This is an optimization exercise on Yosys and OpenROAD, whose aim is small area, a short achievable clock period and few clock cycles, not a production implementation. Where RTL was checked, it was by simulation tests only, not by an equivalence proof against the original.

==> flow/design.v (excerpt) <==
module dsl_cmac (
    input  wire         clk,
    input  wire         rst_n,         
    input  wire         key_load,
    input  wire [127:0] key,
    input  wire         in_valid,
    output wire         in_ready,
    input  wire [31:0]  in_data,
    input  wire         in_last,
    input  wire [1:0]   in_nbytes,     
    output reg          tag_valid,
    output wire [127:0] tag
);
    reg  [127:0] key_r;         
    reg          kz;            
    reg  [127:0] k1;            
    reg  [127:0] aes_st;        
    reg  [127:0] rk;            
    reg  [3:0]   rnd;           
    reg          kmode;         
    reg          waitx;         
    reg          cur_last;      
    reg  [95:0]  buf_w;
    reg  [1:0]   bcnt;          
    reg          bpad;          
    reg          bpad80;        
    reg          bvirt;         
    reg          blast;         
    reg          bkey;          
    reg          c_mix;         
    reg          c_shift;       
    reg          c_hold;        
    reg          c_rk;          
    reg          c_buf;         
    reg          c_ks_key;      
    reg          c_ks_rk;       
    reg          c_kfin;        
    reg          c_kl;          
    reg  [7:0]   rcon;          
    wire bfull3 = (bcnt == 2'd3);
    assign in_ready = bfull3 ? (c_buf && !bvirt) : !bpad;
    assign tag      = aes_st;
    wire take     = in_valid && in_ready;
    wire take_buf = take && !bfull3;
    wire load     = c_buf && (bvirt || in_valid);
    reg [31:0] wport;           
    always @* begin
        wport = in_data;
        if (in_last) begin
            case (in_nbytes)
                2'd0: wport = {in_data[31:24], 8'h80, 16'h0};
                2'd1: wport = {in_data[31:16], 8'h80, 8'h0};
                2'd2: wport = {in_data[31:8],  8'h80};
                default: wport = in_data;
            endcase
        end
    end
    wire [31:0] wpadw = {bpad80, 31'd0};                     
    reg  [31:0] kword;          
  ...
Size in the first run: roughly 6600 cells after synthesis, ~300 I/O pins, roughly 0.060 sq mm of cells after synthesis.
Settings: LEC_CHECK=0, CAP_MARGIN=20, CORE_MARGIN=2, CORE_UTILIZATION=40, CTS_BUF_LIST=sky130_fd_sc_hd__clkbuf_8 sky130_fd_sc_hd__clkbuf_16, CTS_CLUSTER_DIAMETER=100, CTS_CLUSTER_SIZE=20, PLACE_DENSITY=0.55, SETUP_SLACK_MARGIN=4.2, SLEW_MARGIN=20, SYNTH_HIERARCHICAL=1, SYNTH_MINIMUM_KEEP_SIZE=0; clock period 10.0 ns.
standard.sh (not shown) runs the stock make flow with config.mk's settings and CLKGATE_MAP_FILE= SYNTH_SCRIPT=/design/flow/synth_recipe.tcl, a recipe that flattens the netlist after the stock synthesis.
==> flow/flow/run.sh <==
#!/bin/bash
set -eu -o pipefail
bash standard.sh synth > synth.log 2>&1
bash standard.sh "BUFFER_PORTS_ARGS=-buffer_cell sky130_fd_sc_hd__buf_1" finish > layout.log 2>&1
Testbench counts at the start, summed over its fixed seeds: cycles 77,494.
Rerun with:
- PLACE_DENSITY: 0.55 -> 0.7
- SETUP_SLACK_MARGIN: 4.2 -> 5.0
The changed run passed the timing, DRC and antenna checks.
Critical path depth increases by 3.
Cell area goes up by 9.1%.
Routed wire length falls by 0.88%.
Setup slack gains 670 ps.
Count of clock-buffer cells in the layout stays the same.
Area after synthesis does not change.
Rerun with:
- PLACE_DENSITY: 0.7 -> 0.55
- SETUP_SLACK_MARGIN: 5.0 -> 5
- TNS_END_PERCENT: default -> 50
- first-iteration DRC count shrinks by a quarter to a third
- maximum frequency came out higher slightly
- wire length went up by a few percent
- worst hold slack is worse by 21 ps
- worst setup slack is better by 28 ps
- via count decreases by a few percent
- synthesized cell count stays the same
- final area stays flat

========
dsl_cmac, a different RTL version from the one above (not shown whole).
Size: roughly 6300 cells after synthesis, roughly 300 I/O pins, ~57000 um^2 of cells after synthesis.
==> flow/config.mk <==
export PLATFORM = sky130hd
export DESIGN_NAME = dsl_cmac
export DESIGN_NICKNAME = dsl_cmac
export VERILOG_FILES = /design/flow/design.v
export SDC_FILE = /design/flow/constraint.sdc
export NUM_CORES = 8
export LEC_CHECK = 0
export CAP_MARGIN = 20
export CORE_MARGIN = 2
export CORE_UTILIZATION = 40
export CTS_BUF_LIST = sky130_fd_sc_hd__clkbuf_8 sky130_fd_sc_hd__clkbuf_16
export CTS_CLUSTER_DIAMETER = 100
export CTS_CLUSTER_SIZE = 20
export PLACE_DENSITY = 0.55
export SETUP_SLACK_MARGIN = 3.9
export SLEW_MARGIN = 20
export SYNTH_HIERARCHICAL = 1
export SYNTH_MINIMUM_KEEP_SIZE = 0
==> flow/constraint.sdc <==
create_clock -name core_clock -period 10.0 [get_ports {clk}]
set_input_delay 2.0000 -clock core_clock [delete_from_list [all_inputs] [get_ports {clk}]]
set_output_delay 2.0000 -clock core_clock [all_outputs]
set_load 0.01 [all_outputs]
Scripts as last shown in full above: flow/flow/run.sh
Testbench counts at the start, summed over its fixed seeds: cycles 77,494.
==> next run, changes <==
--- a/flow/config.mk
+++ b/flow/config.mk
@@ -15 +15 @@
-export SETUP_SLACK_MARGIN = 3.9
+export SETUP_SLACK_MARGIN = 4.5
The changed run passed the timing, DRC and antenna checks; setup slack improves by 0.56 ns; first-iteration DRC count goes down by 1.8%; non-clock buffer count goes up by 214; wire length goes up by 2.7%; design area goes up by 9.7%; sequential share of layout area goes down by 2.0 points.
==> next run, changes <==
--- a/flow/config.mk
+++ b/flow/config.mk
@@ -15 +15 @@
-export SETUP_SLACK_MARGIN = 4.5
+export SETUP_SLACK_MARGIN = 4.2
The new run finished clean; first-iteration DRC count rises by 0.99%; global-route usage falls by 0.23 points; cell area falls by 6.0%; cell count falls by 1.9%; area after synthesis is unchanged.
==> next run, changes <==
--- a/flow/config.mk
+++ b/flow/config.mk
@@ -15 +15 @@
-export SETUP_SLACK_MARGIN = 4.2
+export SETUP_SLACK_MARGIN = 4.8
The changed run went through all stages and came out clean.
Count of clock-buffer cells in the layout rises by 1.
Final area came out higher by 17%.
Die area stays the same.
Final cell count is higher by 7.0%.
Wire length rose by 7.1%.
Utilization rises by 7.6 points.

========
Another version of the RTL of dsl_cmac (not shown whole).
Size: about 6600 cells after synthesis, roughly 300 I/O pins.
clock: 10.0 ns
lec_check: 0
cap_margin: 20
core_margin: 2
core_utilization: 40
cts_buf_list: sky130_fd_sc_hd__clkbuf_8 sky130_fd_sc_hd__clkbuf_16
cts_cluster_diameter: 100
cts_cluster_size: 20
place_density: 0.55
setup_slack_margin: 5
slew_margin: 20
synth_hierarchical: 1
synth_minimum_keep_size: 0
==> flow/flow/run.sh <==
#!/bin/bash
set -eu -o pipefail
SETUP_MARGIN=${SETUP_MARGIN:-5.2}
bash standard.sh synth > synth.log 2>&1
bash standard.sh "BUFFER_PORTS_ARGS=-buffer_cell sky130_fd_sc_hd__buf_1" \
  "SETUP_SLACK_MARGIN=$SETUP_MARGIN" finish > layout.log 2>&1
Next try:
==> flow/flow/run.sh (replaced) <==
#!/bin/bash
set -eu -o pipefail
bash standard.sh synth > synth.log 2>&1
bash standard.sh "BUFFER_PORTS_ARGS=-buffer_cell sky130_fd_sc_hd__buf_1" finish > layout.log 2>&1
--- a/flow/config.mk
+++ b/flow/config.mk
@@ -14,3 +14,3 @@
 export PLACE_DENSITY = 0.55
-export SETUP_SLACK_MARGIN = 5
+export SETUP_SLACK_MARGIN = 5.0
 export SLEW_MARGIN = 20
Result:
- sequential cell count does not change
- critical path depth fell by 1
- worst setup slack degrades by 120 ps
No run of this note included a check of the RTL's function; only the layout flow was run.

========
dsl_cmac, a different RTL version from the one above (not shown whole).
Size in the first run: about 6700 cells after synthesis, roughly 300 I/O pins, about 61000 µm² of cells after synthesis.
// dsl_cmac
module dsl_cmac (
    input  wire         clk,
    input  wire         rst_n,         
    input  wire         key_load,
    input  wire [127:0] key,
    input  wire         in_valid,
    output wire         in_ready,
    input  wire [31:0]  in_data,
    input  wire         in_last,
    input  wire [1:0]   in_nbytes,     
    output reg          tag_valid,
    output wire [127:0] tag
);
    reg  [127:0] key_r;         
    reg          kz;            
    reg  [127:0] k1;            
    reg  [127:0] aes_st;        
    reg  [127:0] rk;            
    reg  [3:0]   rnd;           
    reg          kmode;         
    reg          waitx;         
    reg          cur_last;      
    reg  [127:0] buf_w;
    reg  [1:0]   bcnt;          
    reg          bfull;         
    reg          bpad;          
    reg          bpad80;        
    reg          blast;         
    reg          bwhole;        
    reg          bkey;          
    reg          c_mix;         
    reg          c_shift;       
    reg          c_hold;        
    reg          c_rk;          
    reg          c_buf;         
    reg          c_ks_key;      
    reg          c_ks_rk;       
    reg          c_kfin;        
    reg          c_kl;          
    reg  [7:0]   rcon;          
    assign in_ready = !bfull && !bpad;
  ...
==> flow/config.mk <==
export PLATFORM = sky130hd
export DESIGN_NAME = dsl_cmac
export DESIGN_NICKNAME = dsl_cmac
export VERILOG_FILES = /design/flow/design.v
export SDC_FILE = /design/flow/constraint.sdc
export NUM_CORES = 8
export LEC_CHECK = 0
export CAP_MARGIN = 20
export CORE_MARGIN = 2
export CORE_UTILIZATION = 40
export CTS_BUF_LIST = sky130_fd_sc_hd__clkbuf_8 sky130_fd_sc_hd__clkbuf_16
export CTS_CLUSTER_DIAMETER = 100
export CTS_CLUSTER_SIZE = 20
export PLACE_DENSITY = 0.6
export SETUP_SLACK_MARGIN = 5.0
export SLEW_MARGIN = 20
export SYNTH_HIERARCHICAL = 1
export SYNTH_MINIMUM_KEEP_SIZE = 0
export TNS_END_PERCENT = 50
==> flow/constraint.sdc <==
create_clock -name core_clock -period 10.0 [get_ports {clk}]
set_input_delay 2.0000 -clock core_clock [delete_from_list [all_inputs] [get_ports {clk}]]
set_output_delay 2.0000 -clock core_clock [all_outputs]
set_load 0.01 [all_outputs]
==> flow/flow/run.sh <==
#!/bin/bash
set -eu -o pipefail
bash standard.sh synth > synth.log 2>&1
bash standard.sh "BUFFER_PORTS_ARGS=-buffer_cell sky130_fd_sc_hd__buf_1" "SETUP_SLACK_MARGIN=5.4" finish > layout.log 2>&1
The first run completed without violations.
Testbench counts at the start, summed over its fixed seeds: cycles 77,502.
Then changed:
==> flow/flow/run.sh (replaced) <==
#!/bin/bash
set -eu -o pipefail
SETUP_MARGIN=${SETUP_MARGIN:-5.6}
bash standard.sh synth > synth.log 2>&1
bash standard.sh "BUFFER_PORTS_ARGS=-buffer_cell sky130_fd_sc_hd__buf_1" \
  "SETUP_SLACK_MARGIN=$SETUP_MARGIN" finish > layout.log 2>&1
CORE_UTILIZATION = 45   (was 40)
Effect:
- die area is lower by 11%
- worst setup slack improved by 140 ps
- synthesized cell count stays the same
- final cell count is lower by 2.2%
Then changed:
CORE_UTILIZATION = 40   (was 45)
CTS_CLUSTER_SIZE = 25   (was 20)
PLACE_DENSITY = 0.55   (was 0.6)
The changed run went through all stages and came out clean; hold slack degrades by 19 ps; design area came out higher slightly; critical path depth does not change; non-clock buffer count came out higher by 34; worst setup slack improves by 39 ps; count of clock-buffer cells in the layout came out lower by 5.
Then changed:
CTS_CLUSTER_SIZE = 20   (was 25)
PLACE_DENSITY = 0.5   (was 0.55)
Via count is about the same.
Setup slack improves by 14 ps.
Final area increases by about 1.2%.
Hold slack improves by 18 ps.
Die area does not change.
Register-to-register slack stays flat.
Area after synthesis is unchanged.
Count of clock-buffer cells in the layout increases by 6.

========
dsl_cmac, a different RTL version from the one above (not shown whole).
Size: roughly 6,400 cells after synthesis, roughly 300 I/O pins.
Settings: LEC_CHECK=0, CAP_MARGIN=20, CORE_MARGIN=2, CORE_UTILIZATION=40, CTS_BUF_LIST=sky130_fd_sc_hd__clkbuf_8 sky130_fd_sc_hd__clkbuf_16, CTS_CLUSTER_DIAMETER=100, CTS_CLUSTER_SIZE=20, PLACE_DENSITY=0.55, SETUP_SLACK_MARGIN=5.0, SLEW_MARGIN=20, SYNTH_HIERARCHICAL=1, SYNTH_MINIMUM_KEEP_SIZE=0; clock period 10.0 ns.
==> flow/flow/run.sh <==
#!/bin/bash
set -eu -o pipefail
bash standard.sh synth > synth.log 2>&1
bash standard.sh "BUFFER_PORTS_ARGS=-buffer_cell sky130_fd_sc_hd__buf_1" finish > layout.log 2>&1
The baseline produced a clean layout.
Change:
- SETUP_SLACK_MARGIN: 5.0 -> 4.6
After rerunning: Via count goes down by 3.5%. Routed wire length came out lower by 3.7%. Synthesized area is unchanged. Final cell count is lower by 2.5%. Setup slack loses 210 ps. Design area decreases by 6.5%.
Function was not checked in any run of this note: the RTL went through the layout flow alone.

========
RTL: one of the versions met above, not the one the previous note started from.
For scale: about 6,600 cells after synthesis, about 640 flip-flops, ~300 I/O pins, about 60,000 µm² of cells after synthesis.
Settings: LEC_CHECK=0, CAP_MARGIN=20, CORE_MARGIN=2, CORE_UTILIZATION=40, CTS_BUF_LIST=sky130_fd_sc_hd__clkbuf_8 sky130_fd_sc_hd__clkbuf_16, CTS_CLUSTER_DIAMETER=100, CTS_CLUSTER_SIZE=20, PLACE_DENSITY=0.6, SETUP_SLACK_MARGIN=5, SLEW_MARGIN=20, SYNTH_HIERARCHICAL=1, SYNTH_MINIMUM_KEEP_SIZE=0, TNS_END_PERCENT=50; clock period 10.0 ns.
==> flow/flow/run.sh <==
#!/bin/bash
set -eu -o pipefail
bash standard.sh synth > synth.log 2>&1
bash standard.sh "BUFFER_PORTS_ARGS=-buffer_cell sky130_fd_sc_hd__buf_1" "SETUP_SLACK_MARGIN=5.1" finish > layout.log 2>&1
The starting point finished clean.
Testbench counts at the start, summed over its fixed seeds: cycles 77,494.
Next try:
==> flow/flow/run.sh (replaced) <==
#!/bin/bash
set -eu -o pipefail
SETUP_MARGIN=${SETUP_MARGIN:-4.85}
bash standard.sh synth > synth.log 2>&1
bash standard.sh "BUFFER_PORTS_ARGS=-buffer_cell sky130_fd_sc_hd__buf_1" \
  "SETUP_SLACK_MARGIN=$SETUP_MARGIN" finish > layout.log 2>&1
Settings changed: PLACE_DENSITY 0.6 to 0.55, TNS_END_PERCENT 50 to not set.
Non-clock buffer count is lower by 105.
Worst setup slack is worse by 0.18 ns.
Core utilization is lower by 1.4 points.
Global-route usage is higher by 0.32 points.
Via count is lower by 3.0%.
Next try:
--- a/flow/flow/run.sh
+++ b/flow/flow/run.sh
@@ -3 +3 @@
-SETUP_MARGIN=${SETUP_MARGIN:-4.85}
+SETUP_MARGIN=${SETUP_MARGIN:-5.8}
Result: Count of clock-buffer cells in the layout shrinks by 2; non-clock buffer count grows by 1261; final area grows by about 40%; routed wire length grows by 24%; first-iteration DRC count grows by about 23%; sequential share of layout area shrinks by 6.7 points.
Next try:
--- a/flow/flow/run.sh
+++ b/flow/flow/run.sh
@@ -3 +3 @@
-SETUP_MARGIN=${SETUP_MARGIN:-5.8}
+SETUP_MARGIN=${SETUP_MARGIN:-5.0}
Settings changed: CORE_UTILIZATION 40 to 35, PLACE_DENSITY 0.55 to 0.5.
Outcome:
- sequential share of layout area is higher by 5.8 points
- critical path depth goes down by 1
- wire length drops by 16%
Next try:
--- a/flow/flow/run.sh
+++ b/flow/flow/run.sh
@@ -3 +3 @@
-SETUP_MARGIN=${SETUP_MARGIN:-5.0}
+SETUP_MARGIN=${SETUP_MARGIN:-5.15}
Settings changed: CORE_UTILIZATION 35 to 40, PLACE_DENSITY 0.5 to 0.55.
=> The changed run finished with timing, DRC and antenna clean; hold slack is better by 0.026 ns; utilization came out higher by 6.8 points; clock skew came out lower by 0.023 ns.

========
dsl_cmac again, from the RTL that the note above started with.
export LEC_CHECK = 0
export CAP_MARGIN = 20
export CORE_MARGIN = 2
export CORE_UTILIZATION = 40
export CTS_BUF_LIST = sky130_fd_sc_hd__clkbuf_8 sky130_fd_sc_hd__clkbuf_16
export CTS_CLUSTER_DIAMETER = 100
export CTS_CLUSTER_SIZE = 20
export PLACE_DENSITY = 0.55
export SETUP_SLACK_MARGIN = 5
export SLEW_MARGIN = 20
export SYNTH_HIERARCHICAL = 1
export SYNTH_MINIMUM_KEEP_SIZE = 0
create_clock -name core_clock -period 10.0 [get_ports {clk}]
==> flow/flow/run.sh <==
#!/bin/bash
set -eu -o pipefail
SETUP_MARGIN=${SETUP_MARGIN:-4.95}
bash standard.sh synth > synth.log 2>&1
bash standard.sh "BUFFER_PORTS_ARGS=-buffer_cell sky130_fd_sc_hd__buf_1" \
  "SETUP_SLACK_MARGIN=$SETUP_MARGIN" finish > layout.log 2>&1
The first run produced a clean layout.
Testbench counts at the start, summed over its fixed seeds: cycles 77,494.
==> next run, changes <==
==> flow/flow/run.sh (replaced) <==
#!/bin/bash
set -eu -o pipefail
SETUP_MARGIN=${SETUP_MARGIN:-5.0}
bash standard.sh synth > synth.log 2>&1
bash standard.sh "BUFFER_PORTS_ARGS=-buffer_cell sky130_fd_sc_hd__buf_1" \
  "SETUP_SLACK_MARGIN=$SETUP_MARGIN" finish > layout.log 2>&1
--- a/flow/config.mk
+++ b/flow/config.mk
@@ -8,9 +8,9 @@
 export CAP_MARGIN = 20
 export CORE_MARGIN = 2
-export CORE_UTILIZATION = 40
+export CORE_UTILIZATION = 45
 export CTS_BUF_LIST = sky130_fd_sc_hd__clkbuf_8 sky130_fd_sc_hd__clkbuf_16
 export CTS_CLUSTER_DIAMETER = 100
 export CTS_CLUSTER_SIZE = 20
-export PLACE_DENSITY = 0.55
+export PLACE_DENSITY = 0.6
 export SETUP_SLACK_MARGIN = 5
 export SLEW_MARGIN = 20
Result:
- maximum frequency hardly moves
- register-to-register slack barely changes
- design area stays flat
- die area shrinks by 11%
- routed wire length went down by 1.9%
- via count rises by 1.3%
- non-clock buffer count came out higher by 13
- setup slack stays flat
==> next run, changes <==
==> flow/flow/run.sh (replaced) <==
#!/bin/bash
set -eu -o pipefail
bash standard.sh synth > synth.log 2>&1
bash standard.sh "BUFFER_PORTS_ARGS=-buffer_cell sky130_fd_sc_hd__buf_1" finish > layout.log 2>&1
--- a/flow/config.mk
+++ b/flow/config.mk
@@ -8,11 +8,12 @@
 export CAP_MARGIN = 20
 export CORE_MARGIN = 2
-export CORE_UTILIZATION = 45
+export CORE_UTILIZATION = 40
 export CTS_BUF_LIST = sky130_fd_sc_hd__clkbuf_8 sky130_fd_sc_hd__clkbuf_16
 export CTS_CLUSTER_DIAMETER = 100
 export CTS_CLUSTER_SIZE = 20
 export PLACE_DENSITY = 0.6
-export SETUP_SLACK_MARGIN = 5
+export SETUP_SLACK_MARGIN = 5.0
 export SLEW_MARGIN = 20
 export SYNTH_HIERARCHICAL = 1
 export SYNTH_MINIMUM_KEEP_SIZE = 0
+export TNS_END_PERCENT = 50
- setup slack gets better by 67 ps
- via count stays flat
- area after synthesis stays the same
- utilization went down by 6.0 points
- non-clock buffer count went down by 17
- clock-buffer cell count went up by 1
- final area barely changes
- global-route usage went down by 3.4 points
==> next run, changes <==
==> flow/flow/run.sh (replaced) <==
#!/bin/bash
set -eu -o pipefail
SETUP_MARGIN=${SETUP_MARGIN:-5.0}
bash standard.sh synth > synth.log 2>&1
bash standard.sh "BUFFER_PORTS_ARGS=-buffer_cell sky130_fd_sc_hd__buf_1" \
  "SETUP_SLACK_MARGIN=$SETUP_MARGIN" finish > layout.log 2>&1
--- a/flow/config.mk
+++ b/flow/config.mk
@@ -6,4 +6,5 @@
 export NUM_CORES = 8
 export LEC_CHECK = 0
+export ABC_CLOCK_PERIOD_IN_PS = 4000
 export CAP_MARGIN = 20
 export CORE_MARGIN = 2
@@ -12,8 +13,7 @@
 export CTS_CLUSTER_DIAMETER = 100
 export CTS_CLUSTER_SIZE = 20
-export PLACE_DENSITY = 0.6
-export SETUP_SLACK_MARGIN = 5.0
+export PLACE_DENSITY = 0.55
+export SETUP_SLACK_MARGIN = 5
 export SLEW_MARGIN = 20
 export SYNTH_HIERARCHICAL = 1
 export SYNTH_MINIMUM_KEEP_SIZE = 0
-export TNS_END_PERCENT = 50
The changed run went through all stages and came out clean.
Routed wire length rose by 2.1%.
Via count fell by 0.97%.
Synthesized area is unchanged.
Worst setup slack improves by 3.3 ps.
Die area does not change.
Final area rose by 1.2%.
Count of clock-buffer cells in the layout rose by 1.
Core utilization rose by 0.56 points.
==> next run, changes <==
==> flow/flow/run.sh (replaced) <==
#!/bin/bash
set -eu -o pipefail
bash standard.sh synth > synth.log 2>&1
bash standard.sh "BUFFER_PORTS_ARGS=-buffer_cell sky130_fd_sc_hd__buf_1" finish > layout.log 2>&1
--- a/flow/config.mk
+++ b/flow/config.mk
@@ -6,5 +6,4 @@
 export NUM_CORES = 8
 export LEC_CHECK = 0
-export ABC_CLOCK_PERIOD_IN_PS = 4000
 export CAP_MARGIN = 20
 export CORE_MARGIN = 2
@@ -14,5 +13,5 @@
 export CTS_CLUSTER_SIZE = 20
 export PLACE_DENSITY = 0.55
-export SETUP_SLACK_MARGIN = 5
+export SETUP_SLACK_MARGIN = 4.6
 export SLEW_MARGIN = 20
 export SYNTH_HIERARCHICAL = 1
After rerunning: Design area shrinks by a few percent. Routed wire length decreases slightly.
==> next run, changes <==
--- a/flow/config.mk
+++ b/flow/config.mk
@@ -8,10 +8,10 @@
 export CAP_MARGIN = 20
 export CORE_MARGIN = 2
-export CORE_UTILIZATION = 40
+export CORE_UTILIZATION = 50
 export CTS_BUF_LIST = sky130_fd_sc_hd__clkbuf_8 sky130_fd_sc_hd__clkbuf_16
 export CTS_CLUSTER_DIAMETER = 100
 export CTS_CLUSTER_SIZE = 20
-export PLACE_DENSITY = 0.55
-export SETUP_SLACK_MARGIN = 4.6
+export PLACE_DENSITY = 0.65
+export SETUP_SLACK_MARGIN = 5.0
 export SLEW_MARGIN = 20
 export SYNTH_HIERARCHICAL = 1
=> Critical path depth is higher by 3. Via count goes up by a few percent. Routed wire length fell by a few percent. Synthesized area does not change. Synthesized cell count is unchanged.

afterwards: timing with drivers on the ports:
In the flow no input, the clock included, has a driving cell. The finished layouts below were timed again as built, in two steps. Step 1 assumes that a clkbuf_16 drives the clock port and a buf_2 every other input. Step 2 adds t to the input delays and takes it off the output delays; t is the mean of the earliest and latest rising clock arrival at the registers after step 1. Input paths then give back, and output paths get back, about the clock's delay inside the block. Three values: ideal, step 1, step 2; two values: the first two.
| run | shift t [ns] | setup WS [ns] | worst setup path after step 2 |
|---|---|---|---|
| the first run of note 1 | 0.712 | 4.390 / 4.390 / 4.390 | register to register |
| the second run of note 1 | 0.710 | 5.063 / 5.063 / 4.542 | input to register |
| the third run of note 1 | 0.713 | 5.091 / 5.091 / 4.476 | input to register |
| the first run of note 2 | 0.720 | 4.052 / 4.052 / 4.052 | register to register |
| the second run of note 2 | 0.724 | 4.608 / 4.608 / 4.246 | input to register |
| the third run of note 2 | 0.722 | 4.333 / 4.333 / 4.286 | input to register |
| the fourth run of note 2 | 0.724 | 4.770 / 4.770 / 4.174 | input to register |
| the first run of note 3 | 0.730 | 5.196 / 5.196 / 4.787 | input to register |
| the second run of note 3 | 0.748 | 5.072 / 5.072 / 4.465 | input to register |
| the first run of note 4 | 0.728 | 5.472 / 5.472 / 4.908 | input to register |
| the second run of note 4 | 0.715 | 5.613 / 5.613 / 5.154 | input to register |
| the third run of note 4 | 0.722 | 5.651 / 5.651 / 5.215 | input to register |
| the fourth run of note 4 | 0.719 | 5.665 / 5.665 / 5.196 | input to register |
| the first run of note 5 | 0.763 | 4.998 / 5.010 / 4.247 | input to register |
| the second run of note 5 | 0.718 | 4.785 / 4.787 / 4.118 | input to register |
| the first run of note 6 | 0.714 | 5.085 / 5.085 / 4.542 | input to register |
| the second run of note 6 | 0.710 | 4.901 / 4.901 / 4.477 | input to register |
| the third run of note 6 | 0.741 | 5.246 / 5.246 / 5.023 | input to register |
| the fourth run of note 6 | 0.770 | 5.030 / 5.030 / 4.428 | input to register |
| the fifth run of note 6 | 0.716 | 5.256 / 5.256 / 4.705 | input to register |
| the first run of note 7 | 0.715 | 5.062 / 5.062 / 4.507 | input to register |
| the second run of note 7 | 0.735 | 5.065 / 5.065 / 4.644 | input to register |
| the third run of note 7 | 0.713 | 5.132 / 5.132 / 4.538 | input to register |
| the fourth run of note 7 | 0.711 | 5.135 / 5.135 / 4.474 | input to register |
| the fifth run of note 7 | 0.709 | 4.748 / 4.748 / 4.515 | input to register |
| the sixth run of note 7 | 0.710 | 4.987 / 4.987 / 4.634 | input to register |
After both steps setup and hold are still met in every run listed. The setup slack of the first run of note 5, which loses most, moves by +0.012 ns with the drivers and by -0.751 ns with both steps.
